This is an optimization exercise on Yosys and OpenROAD, whose aim is small area, a short achievable clock period and few clock cycles per item, not a production implementation.
Only simulation tests tie the RTL to the original design; equivalence was not proved.
No activity file was given, so power comes from the tool's default toggle rates.

--- design/flow/run.sh ---
#!/bin/bash
# synth_recipe.tcl (not shown) runs the flow's synth.tcl, then flattens the netlist and writes it again
# the make line also repeats each setting of config.mk as NAME=value (left out here)
make -C /OpenROAD-flow-scripts/flow DESIGN_CONFIG=/design/flow/config.mk WORK_HOME=/design/flow/orfs CLKGATE_MAP_FILE= SYNTH_SCRIPT=/design/flow/synth_recipe.tcl finish
--- design/flow/config.mk ---
export PLATFORM = sky130hd
export DESIGN_NAME = hdec
export DESIGN_NICKNAME = hdec
export VERILOG_FILES = /design/flow/design.v
export SDC_FILE = /design/flow/constraint.sdc
export NUM_CORES = 4
export LEC_CHECK = 0
export CAP_MARGIN = 20
export CORE_MARGIN = 2
export CORE_UTILIZATION = 40
export PLACE_DENSITY = 0.6
export SLEW_MARGIN = 20
--- design/flow/constraint.sdc ---
create_clock -name core_clock -period 11.0 [get_ports {clk}]
set_input_delay 2.2000 -clock core_clock [delete_from_list [all_inputs] [get_ports {clk}]]
set_output_delay 2.2000 -clock core_clock [all_outputs]
set_load 0.01 [all_outputs]
--- design/flow/design.v ---
module hdec (
    input  wire        clk,
    input  wire        rst,
    input  wire        cmd_valid,
    output wire        cmd_ready,
    input  wire        cmd_op,
    input  wire [7:0]  cmd_len,
    input  wire        in_valid,
    output wire        in_ready,
    input  wire [31:0] in_data,
    output reg         sym_valid,
    input  wire        sym_ready,
    output wire [3:0]  sym_cnt,
    output wire [63:0] sym_data,
    output reg         rsp_valid,
    output reg  [3:0]  rsp_status
);
    localparam [3:0] ST_OK       = 4'h0;
    localparam [3:0] ST_OVERRUN  = 4'h6;
    localparam [3:0] ST_SHORT    = 4'h7;
    localparam [3:0] ST_PAD      = 4'h8;
    localparam [3:0] ST_TBL_BAD  = 4'hB;
    localparam [3:0] ST_TBL_MISS = 4'hC;
    localparam [2:0] S_IDLE   = 3'd0;
    localparam [2:0] S_LOAD   = 3'd1;
    localparam [2:0] S_COUNT  = 3'd2;
    localparam [2:0] S_PLACE  = 3'd3;
    localparam [2:0] S_DEC    = 3'd4;
    localparam [2:0] S_FIN    = 3'd5;
    localparam [2:0] S_DRAIN  = 3'd6;
    localparam [2:0] S_RSP    = 3'd7;
    reg [2:0] state;
    reg [3:0] status;
    reg [7:0] sym_byte;
    assign sym_cnt  = 4'd1;
    assign sym_data = {56'd0, sym_byte};
    reg        tbl_valid;
    reg [3:0]  tbl_fmt;
    reg [3:0]  tbl_maxlen;           
    reg [3:0]  lens   [0:255];       
    reg [7:0]  sorted [0:255];       
    reg [8:0]  count  [1:12];
    reg [11:0] first  [1:12];
    reg [8:0]  base   [1:12];
    reg [8:0]  nxt    [1:12];        
    reg [5:0]  ld_word;              
    reg [5:0]  ld_nwords;            
    reg [5:0]  ld_nlwords;           
    reg        ld_bad;
    reg [8:0]  bsym;                 
    reg [19:0] kraft;
    reg [8:0]  npresent;
    reg [3:0]  maxl;
    wire [1:0] fmt_bits_sel = (tbl_fmt == 4'd0 || tbl_fmt == 4'd4) ? 2'd0 :
                              (tbl_fmt == 4'd1) ? 2'd1 : 2'd2;
    wire [8:0] nsym  = (fmt_bits_sel == 2'd0) ? 9'd16 :
                       (fmt_bits_sel == 2'd1) ? 9'd64 : 9'd256;
    wire [9:0] ncode = (fmt_bits_sel == 2'd0) ? 10'd512 :
                       (fmt_bits_sel == 2'd1) ? 10'd340 : 10'd256;
    wire [3:0] hdr_fmt    = in_data[15:12];
    wire       hdr_fmt_ok = (hdr_fmt <= 4'd5);
    wire       hdr_8bit   = (hdr_fmt == 4'd2) || (hdr_fmt == 4'd3) || (hdr_fmt == 4'd5);
    wire       hdr_6bit   = (hdr_fmt == 4'd1);
    wire       hdr_rsv    = (in_data[11:10] != 2'b00) || (in_data[23:20] != 4'h0) ||
                            (in_data[31:24] != 8'h00);
    wire [3:0] cur_len = lens[bsym[7:0]];
    reg [12:0] fc_code;
    reg [11:0] fc_first [1:12];
    reg [8:0]  fc_base  [1:12];
    integer    i;
    always @(*) begin
        fc_code = 13'd0;
        for (i = 1; i <= 12; i = i + 1) begin
            fc_first[i] = fc_code[11:0];
            fc_code     = (fc_code + {4'd0, count[i]}) << 1;
        end
        fc_base[1] = 9'd0;
        for (i = 2; i <= 12; i = i + 1)
            fc_base[i] = fc_base[i-1] + count[i-1];
    end
    reg [63:0] bitbuf;               
    reg [6:0]  nbuf;                 
    reg [7:0]  bytes_rem;            
    reg [9:0]  codes_left;
    wire [11:0] window = bitbuf[63:52];
    reg        hit;
    reg [3:0]  mlen;
    reg [7:0]  midx;
    reg [11:0] v;
    integer    n;
    always @(*) begin
        hit  = 1'b0;
        mlen = 4'd0;
        midx = 8'd0;
        v    = 12'd0;
        for (n = 1; n <= 12; n = n + 1) begin
            v = window >> (12 - n);
            if (!hit && count[n] != 9'd0 && ({1'b0, v} < ({1'b0, first[n]} + {4'd0, count[n]}))) begin
                hit  = 1'b1;
                mlen = n[3:0];
                midx = base[n][7:0] + (v[7:0] - first[n][7:0]);
            end
        end
    end
    wire out_free  = !sym_valid || sym_ready;
    wire dec_try   = (state == S_DEC) && (codes_left != 10'd0) && out_free &&
                     ((nbuf >= 7'd12) || (bytes_rem == 8'd0));
    wire dec_over  = dec_try && ({3'd0, mlen} > nbuf);
    wire dec_fire  = dec_try && !dec_over;
    wire [3:0] used = dec_fire ? mlen : 4'd0;
    wire [2:0]  take_bytes = (bytes_rem >= 8'd4) ? 3'd4 : bytes_rem[2:0];
    wire [31:0] word_bits  = {in_data[7:0], in_data[15:8], in_data[23:16], in_data[31:24]};
    wire [31:0] word_mask  = (take_bytes == 3'd4) ? 32'hFFFF_FFFF :
                             (take_bytes == 3'd3) ? 32'hFFFF_FF00 :
                             (take_bytes == 3'd2) ? 32'hFFFF_0000 :
                             (take_bytes == 3'd1) ? 32'hFF00_0000 : 32'h0000_0000;
    assign cmd_ready = (state == S_IDLE);
    assign in_ready  = (state == S_LOAD) ||
                       ((state == S_DEC) && (bytes_rem != 8'd0) && (nbuf <= 7'd32)) ||
                       ((state == S_DRAIN) && (bytes_rem != 8'd0));
    wire in_fire = in_valid && in_ready;
    wire [6:0]  nbuf_after = nbuf - {3'd0, used};
    wire [63:0] buf_after  = bitbuf << used;
    wire [63:0] buf_in     = {(word_bits & word_mask), 32'd0} >> nbuf_after;
    wire [10:0] rem_bits = {4'd0, nbuf} + {bytes_rem, 3'b000};
    wire [63:0] pad_mask = ~(64'hFFFF_FFFF_FFFF_FFFF >> rem_bits[2:0]);
    always @(posedge clk) begin
        if (rst) begin
            state      <= S_IDLE;
            tbl_valid  <= 1'b0;
            sym_valid  <= 1'b0;
            rsp_valid  <= 1'b0;
        end else begin
            rsp_valid <= 1'b0;
            if (sym_valid && sym_ready)
                sym_valid <= 1'b0;
            case (state)
            S_IDLE: begin
                if (cmd_valid) begin
                    if (cmd_op == 1'b0) begin
                        state     <= S_LOAD;
                        tbl_valid <= 1'b0;
                        ld_word   <= 6'd0;
                        ld_bad    <= 1'b0;
                    end else begin
                        bytes_rem <= cmd_len;
                        bitbuf    <= 64'd0;
                        nbuf      <= 7'd0;
                        codes_left <= ncode;
                        if (tbl_valid) begin
                            state <= S_DEC;
                        end else begin
                            status <= ST_TBL_MISS;
                            state  <= S_DRAIN;
                        end
                    end
                end
            end
            S_LOAD: begin
                if (in_fire) begin
                    ld_word <= ld_word + 6'd1;
                    if (ld_word == 6'd0) begin
                        tbl_fmt    <= hdr_fmt;
                        tbl_maxlen <= in_data[19:16];
                        ld_nwords  <= hdr_8bit ? 6'd48 : 6'd16;
                        ld_nlwords <= hdr_8bit ? 6'd32 : hdr_6bit ? 6'd8 : 6'd2;
                        if (hdr_rsv || !hdr_fmt_ok)
                            ld_bad <= 1'b1;
                    end else if (ld_word < 6'd4) begin
                        if (in_data != 32'd0)
                            ld_bad <= 1'b1;
                    end else if (ld_word < 6'd4 + ld_nlwords) begin
                        for (i = 0; i < 8; i = i + 1)
                            lens[{ld_word[4:0] - 5'd4, i[2:0]}] <= in_data[4*i +: 4];
                    end else begin
                        if (in_data != 32'd0)
                            ld_bad <= 1'b1;
                    end
                    if (ld_word != 6'd0 && ld_word == ld_nwords - 6'd1) begin
                        bsym     <= 9'd0;
                        kraft    <= 20'd0;
                        npresent <= 9'd0;
                        maxl     <= 4'd0;
                        for (i = 1; i <= 12; i = i + 1)
                            count[i] <= 9'd0;
                        state    <= S_COUNT;
                    end
                end
            end
            S_COUNT: begin
                if (ld_bad) begin
                    status <= ST_TBL_BAD;
                    state  <= S_RSP;
                end else if (bsym == nsym) begin
                    if (maxl != tbl_maxlen || npresent < 9'd2 || kraft != 20'd4096) begin
                        status <= ST_TBL_BAD;
                        state  <= S_RSP;
                    end else begin
                        for (i = 1; i <= 12; i = i + 1) begin
                            first[i] <= fc_first[i];
                            base[i]  <= fc_base[i];
                            nxt[i]   <= fc_base[i];
                        end
                        bsym  <= 9'd0;
                        state <= S_PLACE;
                    end
                end else begin
                    if (cur_len > 4'd12) begin
                        ld_bad <= 1'b1;
                    end else if (cur_len != 4'd0) begin
                        count[cur_len] <= count[cur_len] + 9'd1;
                        kraft          <= kraft + (20'd1 << (4'd12 - cur_len));
                        npresent       <= npresent + 9'd1;
                        if (cur_len > maxl)
                            maxl <= cur_len;
                    end
                    bsym <= bsym + 9'd1;
                end
            end
            S_PLACE: begin
                if (bsym == nsym) begin
                    tbl_valid <= 1'b1;
                    status    <= ST_OK;
                    state     <= S_RSP;
                end else begin
                    if (cur_len != 4'd0) begin
                        sorted[nxt[cur_len][7:0]] <= bsym[7:0];
                        nxt[cur_len] <= nxt[cur_len] + 9'd1;
                    end
                    bsym <= bsym + 9'd1;
                end
            end
            S_DEC: begin
                if (dec_over) begin
                    status <= ST_OVERRUN;
                    state  <= S_DRAIN;
                end else begin
                    if (dec_fire) begin
                        sym_valid  <= 1'b1;
                        sym_byte   <= sorted[midx];
                        codes_left <= codes_left - 10'd1;
                    end
                    if (in_fire) begin
                        bitbuf    <= buf_after | buf_in;
                        nbuf      <= nbuf_after + {1'b0, take_bytes, 3'b000};
                        bytes_rem <= bytes_rem - {5'd0, take_bytes};
                    end else begin
                        bitbuf <= buf_after;
                        nbuf   <= nbuf_after;
                    end
                    if (dec_fire && codes_left == 10'd1)
                        state <= S_FIN;
                end
            end
            S_FIN: begin
                if (rem_bits >= 11'd8)
                    status <= ST_SHORT;
                else if ((bitbuf & pad_mask) != 64'd0)
                    status <= ST_PAD;
                else
                    status <= ST_OK;
                state <= S_DRAIN;
            end
            S_DRAIN: begin
                if (bytes_rem == 8'd0) begin
                    state <= S_RSP;
                end else if (in_fire) begin
                    bytes_rem <= bytes_rem - {5'd0, take_bytes};
                end
            end
            S_RSP: begin
                if (!sym_valid || sym_ready) begin
                    rsp_valid  <= 1'b1;
                    rsp_status <= status;
                    state      <= S_IDLE;
                end
            end
            default: state <= S_IDLE;
            endcase
        end
    end
endmodule
==> run notes, run 1 <==
* Status: complete, no violations
* Skew final at 0.0744 ns
* DRC viols at 0
* Synth Warn # at 6
* Filler cells at 37500
* Sequential share of power at 0.283
* IO Count at 122
* Post-synth top area cell: edfxtp_1
* Critical Path AT at 10.18 ns
* Hold Violations, Final at 0
* Core area at between 0.4 and 0.5 mm^2
* Syn avg cell area at about 14 um^2
* Max VDD drop at 3310 uV
* Dpl cell area at 0.178 mm^2
* DRT Pass-1 Iters at 7
* DP HPWL at 351 mm
* Clock Path Buffers at 4
* Reg clk slew, reported paths at 0.06 ns
* Root buffer cell: clkbuf_16
* First-pass GRT wire length at 767 mm
* Cts repair resizes at 0
* Post-synth EDFFs at roughly 3700
* Num CTS Buffers at 388
* WS Path Type: flip-flop to flip-flop
* Fmax at ~110 MHz
* Top cell type's share of synthesized area at 0.653
* Htree depth at 5
* Fin Setup TNS at 0 ns
* Worst path top cell family by delay: simple AND/OR/NAND/NOR gates
* Initial Util at 0.401
* Clk pwr share at 0.192
* NetSw at 0.0283 W
* Post-layout total power at 0.0677 W
* CTS tree: built
* Minimum clock period at ~9.4 ns
* Routed vias/inst at 5.86
* Die height at 655 um
* Count leader, synth: edfxtp_1
* Layout cells sized above 1 at 0.127
* Most used DFF post-synth: edfxtp_1
* Netlist cell types at 95
* Gr ovfl total at 0
* Combinational power share at 0.525
* Area of the multi-input gates at 0.0545 mm^2
* Fin crit share at 0.854
* Startpoint types: flip-flop
* Mapped Area at 0.169 mm^2
* Crit Path Max Fanout at 16
* Area growth from synthesis to layout at 12.5%
* DR iter-0 viols at 14100
* Cells after DPL at 17800
* Seq cells post-synth at 3699
* Overall routing resource usage at 0.247
* RSZ-0062 raised after global routing: no
* Max incr delay on CP at 0.69 ns
* Max Transition Viols Final at 0
* Routed vias at about 110k
* Pint at around 0.04 W
* Worst slew pin tran at 1.23 ns
* RD Place Congestion at 0.941
* Worst EP required at 11.79 ns
* # Max-Cap Violations at 0
* Max_slew headroom at 0.175
* Cell Pwr Density at 355 mW/mm^2
* Post-CTS Setup Bufs at 0
* Slowest library cell on the worst path: nor3_1
* Reg area at 0.111 mm^2
* Crit path buf inv count at 2
* Vias in the first global route at 103000
* CTS sink cnt at roughly 3700
* LEAKAGE at between 60 and 70 nW
* # rows at 239
* Antenna-violating nets left at 0
* Initial antenna violation count at 32
* Final #Nets at roughly 13000
* CP endpoint kind: flip-flop
* # hold bufs at CTS at 0
* WL/cell at 29.2 um
* Final Instance Count excl. Fillers at roughly 19000
* Clock latency on the worst-skew pair at 1.01 ns
* Sw frac at 0.418
* Post-Layout Inst Area at ~0.19 mm^2
* IO buf count at 61
* Synth area leaders: edfxtp_1 65%, mux4_2 4.9%, nand2_1 4.0%
* Synth top cells by count: 3685 x edfxtp_1, 1819 x nand2_1, 763 x nand3_1, 747 x nor2_1, 510 x mux2i_1
* Die width at 655 um
* Ys async rst share at 0
* WHS at roughly 0.45 ns
* Largest net degree at the start of global routing at 196
* Seq/Total Area, Yosys at 0.655
* Total die area at ~0.43 mm^2
* Post-Route WL at 543 mm
* Post-Syn Instances at 12300
* Final setup vio count at 0
* HP Class: flip-flop to flip-flop
[flip-flops by register name, indices dropped and copies added (netlist names), 10 cells and up, named ones only]
name,cells
lens,1024
codes_left,10
sorted,2048
bitbuf,64
first,110
kraft,20
nxt,104
base,89
count,144
[path summary, 6_finish.rpt]
kind	from	endpoint	slack, ns	cells past startpoint
worst max-delay path	count[10][1]$_SDFFCE_PN0P_	bitbuf[63]$_SDFFCE_PN0P_	1.60	37
worst min-delay path	status[1]$_DFFE_PP_	rsp_status[1]$_DFFE_PP_	0.45	0
worst max register to register	count[10][1]$_SDFFCE_PN0P_	bitbuf[63]$_SDFFCE_PN0P_	1.60	37
worst min register to register	status[1]$_DFFE_PP_	rsp_status[1]$_DFFE_PP_	0.45	0
[power groups by stage]
stage          sequential (W)  combinational, W  clock, W
2_1_floorplan          0.0194            0.0188         0
3_3_place_gp           0.0194            0.0342         0
3_5_place_dp           0.0194            0.0344         0
4_1_cts                0.0191            0.0346    0.0131
5_1_grt                0.0191            0.0371    0.0137
6_report               0.0191            0.0355    0.0130
[metal layers]
metal / wire [um] / track usage / up-vias
met5: 91 / 0 / -
met4: 23600 / 0.0968 / 12
met3: 52900 / 0.0433 / 1003
met2: 247000 / 0.384 / 5693
met1: 219000 / 0.345 / 55300
li1: - / - / 46900
[worst register-to-register path, delay by kind of cell, from the launching register on]
kind                     cells  cell delay, ns
AO/OA/AOI/OAI               13            2.43
XOR/XNOR                     2            0.45
adder cells (fa/ha/maj)      5            1.74
buffers and inverters        2            0.51
flip-flops                   1            0.51
AND/OR/NAND/NOR             15            3.59
[kinds of logic after synthesis]
logic type | Yosys count | synth area share
AOI/OAI and AO/OA | 1664 | 0.0658
DFF | 3699 | 0.655
buffers and inverters | 1143 | 0.0290
and+or+nand+nor | 3903 | 0.101
other | 2 | 0.0000443
adders and majority gates | 537 | 0.0435
muxes | 1008 | 0.0876
xor gates and xnor gates | 354 | 0.0184
[through the flow]
step | util | worst slack, ns
3_5_place_dp | 0.421 | 1.84
6_report | 0.451 | 1.60
4_1_cts | 0.451 | 1.77
5_1_grt | 0.451 | 0.870
2_1_floorplan | - | 1.13
3_3_place_gp | 0.421 | 1.79
[cell usage in the layout, fill, tap and decap left out, types with 73 or more instances in the layout]
cell,n
nor3_1,94
and3_1,101
o21ai_0,242
a21o_1,101
xor2_1,103
fa_1,86
inv_1,439
a31oi_1,111
nand3_1,760
edfxtp_1,3685
mux4_2,366
nand2_1,1810
clkinv_1,95
conb_1,105
nor2_1,700
clkinv_2,73
o21bai_1,108
clkbuf_16,391
ha_1,451
xnor2_1,242
a21oi_1,444
mux2_2,131
buf_4,347
mux2i_1,509
nand4_1,81
[cell type report]
class,count,share of cell area
Clock inverter,251,0.0124
Inverter,455,0.00896
Antenna cell,13,0.000171
Multi-Input combinational cell,7571,0.286
Clock buffer,463,0.0528
Sequential cell,3699,0.582
Timing Repair Buffer,446,0.0200
Tap cell,5663,0.0372
Testbench counts, summed over its fixed seeds: cycles 341,672, items 330,176.
==> run 2, diff against run 1 <==
--- a/design/flow/design.v
+++ b/design/flow/design.v
@@ -33,3 +33,4 @@
     reg [3:0] status;
-    reg [7:0] sym_byte;
+    reg [7:0] sym_idx;
+    wire [7:0] sym_byte = sorted[sym_idx];
     assign sym_cnt  = 4'd1;
@@ -45,2 +46,4 @@
     reg [8:0]  nxt    [1:12];        
+    reg [12:0] lim    [1:12];        
+    reg [12:1] cnz;                  
     reg [5:0]  ld_word;              
@@ -97,3 +100,3 @@
             v = window >> (12 - n);
-            if (!hit && count[n] != 9'd0 && ({1'b0, v} < ({1'b0, first[n]} + {4'd0, count[n]}))) begin
+            if (!hit && cnz[n] && ({1'b0, v} < lim[n])) begin
                 hit  = 1'b1;
@@ -124,2 +127,3 @@
     wire [63:0] buf_in     = {(word_bits & word_mask), 32'd0} >> nbuf_after;
+    wire [63:0] buf_pre    = {(word_bits & word_mask), 32'd0} >> nbuf;
     wire [10:0] rem_bits = {4'd0, nbuf} + {bytes_rem, 3'b000};
@@ -200,2 +204,4 @@
                             first[i] <= fc_first[i];
+                            lim[i]   <= {1'b0, fc_first[i]} + {4'd0, count[i]};
+                            cnz[i]   <= (count[i] != 9'd0);
                             base[i]  <= fc_base[i];
@@ -239,3 +245,3 @@
                         sym_valid  <= 1'b1;
-                        sym_byte   <= sorted[midx];
+                        sym_idx    <= midx;
                         codes_left <= codes_left - 10'd1;
@@ -243,3 +249,3 @@
                     if (in_fire) begin
-                        bitbuf    <= buf_after | buf_in;
+                        bitbuf    <= (bitbuf | buf_pre) << used;
                         nbuf      <= nbuf_after + {1'b0, take_bytes, 3'b000};
==> run 2 against run 1 <==
  * The layout now fails its checks (antenna violations)
  * Utilization down 0.19 points
  * Register-to-register slack worse by 0.20 ns
  * Via count down 16%
  * Sequential share of layout area up 2.3 points
  * Clock power about the same
  * Synthesized area down 1.7%
  * Non-clock buffer count down 172
  * Cell count down 15%
  * Critical endpoint is now nbuf[6]$_SDFFCE_PN0P_
  * Largest cell class unchanged
  * Highest routed layer unchanged
==> run notes, run 2 <==
* Hold Violations, Final at 0 (unchanged)
* Worst EP required at 11.75 ns (was 11.79 ns)
* HP Class: flip-flop to flip-flop (unchanged)
* Overall routing resource usage at 0.211 (was 0.247)
* Num CTS Buffers at 383 (was 388)
* DRT Pass-1 Iters at 6 (was 7)
* Synth area leaders: edfxtp_1 67%, mux4_2 12%, ha_1 2.9% (was edfxtp_1 65%, mux4_2 4.9%, nand2_1 4.0%)
* Post-Route WL at 457 mm (was 543 mm)
* Critical Path AT at 10.35 ns (was 10.18 ns)
* Top cell type's share of synthesized area at 0.672 (was 0.653)
* Met2 Use GR at 0.337 (was 0.384)
* Die width at 649 um (was 655 um)
* Ys async rst share at 0 (unchanged)
* IO Count at 122 (unchanged)
* Worst slew pin tran at 1.18 ns (was 1.23 ns)
* Seq cells post-synth at 3750 (was 3699)
* Max incr delay on CP at 0.89 ns (was 0.69 ns)
* Seq/Total Area, Yosys at 0.675 (was 0.655)
* Antenna-violating nets left at 1 (was 0)
* Mapped Area at 0.167 mm^2 (was 0.169 mm^2)
* Area growth from synthesis to layout at 11.5% (was 12.5%)
* Netlist cell types at 125 (was 95)
* Syn avg cell area at 17.1 um^2 (was 13.8 um^2)
* Clock Path Buffers at 4 (unchanged)
* Post-CTS Setup Bufs at 0 (unchanged)
* Most common cell after layout, fill and taps aside: edfxtp_1 (unchanged)
* Fin Setup TNS at 0 ns (unchanged)
* Met3 usage at 0.0336 (was 0.0433)
* Top library cells by usage in the layout, fill and taps aside: 3728 x edfxtp_1, 858 x mux4_2, 663 x nor2_1 (was 3685 x edfxtp_1, 1810 x nand2_1, 760 x nand3_1)
* Routed vias at 91700 (was 109000)
* WL/cell at 28.9 um (was 29.2 um)
* Startpoint types: flip-flop (unchanged)
* CTS tree: built (unchanged)
* WS Path Type: flip-flop to flip-flop (unchanged)
* Fin crit share at 0.872 (was 0.854)
* First-pass GRT wire length at 657 mm (was 767 mm)
* Largest net degree at the start of global routing at 204 (was 196)
* Fin worst setup slack at 1.41 ns (was 1.60 ns)
* Reg clk slew, reported paths at 0.06 ns (about the same)
* DR iter-0 viols at 10900 (was 14100)
* Max FFs per register at 2048 (unchanged)
* Post-synth EDFFs at 3728 (was 3685)
* Initial Util at 0.402 (was 0.401)
* DP HPWL at 289 mm (was 351 mm)
* Skew final at 0.0689 ns (was 0.0744 ns)
* CP endpoint kind: flip-flop (unchanged)
* Minimum clock period at 9.59 ns (was 9.40 ns)
* Final #Nets at 10500 (was 13100)
* Max Transition Viols Final at 0 (unchanged)
* Total die area at 0.422 mm^2 (was 0.429 mm^2)
* DRC viols at 0 (unchanged)
* # hold bufs at CTS at 0 (unchanged)
* Core area at 0.414 mm^2 (was 0.423 mm^2)
* Filler cells at 35500 (was 37500)
* # rows at 236 (was 239)
* Final Core Density at 0.449 (was 0.451)
* # Max-Cap Violations at 0 (unchanged)
* Max VDD drop at 444 uV (was 3310 uV)
* Count leader, synth: edfxtp_1 (unchanged)
* Slowest library cell on the worst path: nor4_2 (was nor3_1)
* DP Worst Slack at 1.69 ns (was 1.84 ns)
* Final setup vio count at 0 (unchanged)
* Synth Warn # at 7 (was 6)
* RSZ-0062 raised after global routing: no (unchanged)
* Htree depth at 5 (unchanged)
* Gr ovfl total at 0 (unchanged)
* Cts repair resizes at 0 (unchanged)
* Clock latency on the worst-skew pair at 0.97 ns (was 1.01 ns)
* Initial antenna violation count at 25 (was 32)
* LEAKAGE at 62.5 nW (was 65.3 nW)
* GRT busiest layer: met2 (unchanged)
* Status: failed layout checks (was complete, no violations)
* Root buffer cell: clkbuf_16 (unchanged)
* Synth top cells by count: 3728 x edfxtp_1, 858 x mux4_2, 699 x nor2_1, 486 x inv_1, 427 x nand2_1 (was 3685 x edfxtp_1, 1819 x nand2_1, 763 x nand3_1, 747 x nor2_1, 510 x mux2i_1)
* Vias in the first global route at 91700 (was 103000)
* Fail Reasons: antenna violations
* Cell Pwr Density at 227 mW/mm^2 (was 355 mW/mm^2)
* Post-synth top area cell: edfxtp_1 (unchanged)
* Post-Syn Instances at 9752 (was 12300)
* Most used DFF post-synth: edfxtp_1 (unchanged)
* Met1 Use GR at 0.302 (was 0.345)
* Layout cells sized above 1 at 0.181 (was 0.127)
* Max_slew headroom at 0.210 (was 0.175)
* RD Place Congestion at 0.955 (was 0.941)
* Routed vias/inst at 5.80 (was 5.86)
* Crit Path Max Fanout at 54 (was 16)
* Most common cell on crit path: ha_1
* CTS sink cnt at 3750 (was 3699)
* Fmax at 104 MHz (was 106 MHz)
* Die height at 649 um (was 655 um)
* IO buf count at 61 (unchanged)
## run 2: path summary, 6_finish.rpt
path | slack [ns] | cells after the start | to | start
setup / recovery | 1.41 | 29 | nbuf[6]$_SDFFCE_PN0P_ | bitbuf[63]$_SDFFCE_PN0P_
hold / removal | 0.42 | 0 | rsp_status[3]$_DFFE_PP_ | status[3]$_SDFFCE_PN1P_
setup reg to reg | 1.41 | 29 | nbuf[6]$_SDFFCE_PN0P_ | bitbuf[63]$_SDFFCE_PN0P_
hold reg to reg | 0.42 | 0 | rsp_status[3]$_DFFE_PP_ | status[3]$_SDFFCE_PN1P_
## run 2: where the power goes
| part | total (W) | switching, W | leakage, nW | internal (W) |
|---|---|---|---|---|
| registers | 0.0171 | 0.000300 | 34.0 | 0.0168 |
| clock network | 0.0129 | 0.00551 | 6.02 | 0.00741 |
| logic | 0.0121 | 0.00853 | 22.5 | 0.00360 |
| total | 0.0421 | 0.0143 | 62.5 | 0.0278 |
## run 2: final cells by class
| cell class | instances | area [um^2] | share of cell area |
|---|---|---|---|
| diodes | 9 | 22.5 | 0.000121 |
| clock buffers | 481 | 10200 | 0.0549 |
| clock inverters | 223 | 2100 | 0.0113 |
| inverters | 499 | 1880 | 0.0101 |
| multi-input cells | 5091 | 50000 | 0.269 |
| flip-flops and latches | 3750 | 112000 | 0.605 |
| well taps | 5474 | 6850 | 0.0369 |
| repair buffers | 274 | 2300 | 0.0124 |
## run 2: per-stage QoR
step           area (um^2)  power [W]  cells  hold slack, ns
5_1_grt             186000     0.0436  15800           0.421
6_report            186000     0.0421  15800           0.422
4_1_cts             186000     0.0422  15800           0.421
3_3_place_gp        173000     0.0292  15100           0.407
3_5_place_dp        173000     0.0293  15100           0.408
2_1_floorplan       167000     0.0252   9856           0.400
## run 2: per-layer routing
layer	up-vias	routed length, um
met5	-	58
met3	672	35700
met2	3873	215000
li1	38800	-
met4	10	12600
met1	48300	194000
## run 2: worst max-delay path: cells and delay by family (launching register included)
kind	cells	cell delay [ns]
flops	1	0.62
fa+ha+maj	4	1.39
simple gates	9	3.00
buf+inv	3	1.31
compound gates	12	2.88
xor+xnor	1	0.17
## run 2: logic make-up after synthesis
kind of cell / Yosys count / share of synthesized area
flip-flops: 3750 / 0.675
other: 2 / 0.0000451
adder cells (fa/ha/maj): 461 / 0.0380
XOR/XNOR: 323 / 0.0172
buffers and inverters: 1015 / 0.0289
AND/OR/NAND/NOR: 1669 / 0.0455
AO/OA/AOI/OAI: 1194 / 0.0485
multiplexers: 1338 / 0.147
Testbench counts of run 2, summed over its fixed seeds: cycles 341,672, items 330,176.

re-timing with driven ports:
The results above use ideal ports. As a check the final layouts listed here were re-extracted and re-timed, cells and wires unchanged.
Step 1 sets driving cells, clkbuf_16 on the clock port and buf_2 on the other inputs (assumed; they add their load-dependent delay and slew).
Step 2 times the ports against the registers' clock, not the clock port: input delays grow and output delays shrink by t, the midpoint of the rising clock arrivals with the driver on.
Slacks: ideal / step 1 / step 2; pairs: ideal / step 1.
run	t, ns	setup slack, ns	worst hold slack (ns)	worst slew at a driven data input, ns
run 1	1.083	1.604 / 1.604 / 1.604	0.454 / 0.454 / 0.454	0.05
run 2	1.038	1.406 / 1.406 / 1.406	0.422 / 0.422 / 0.422	0.10
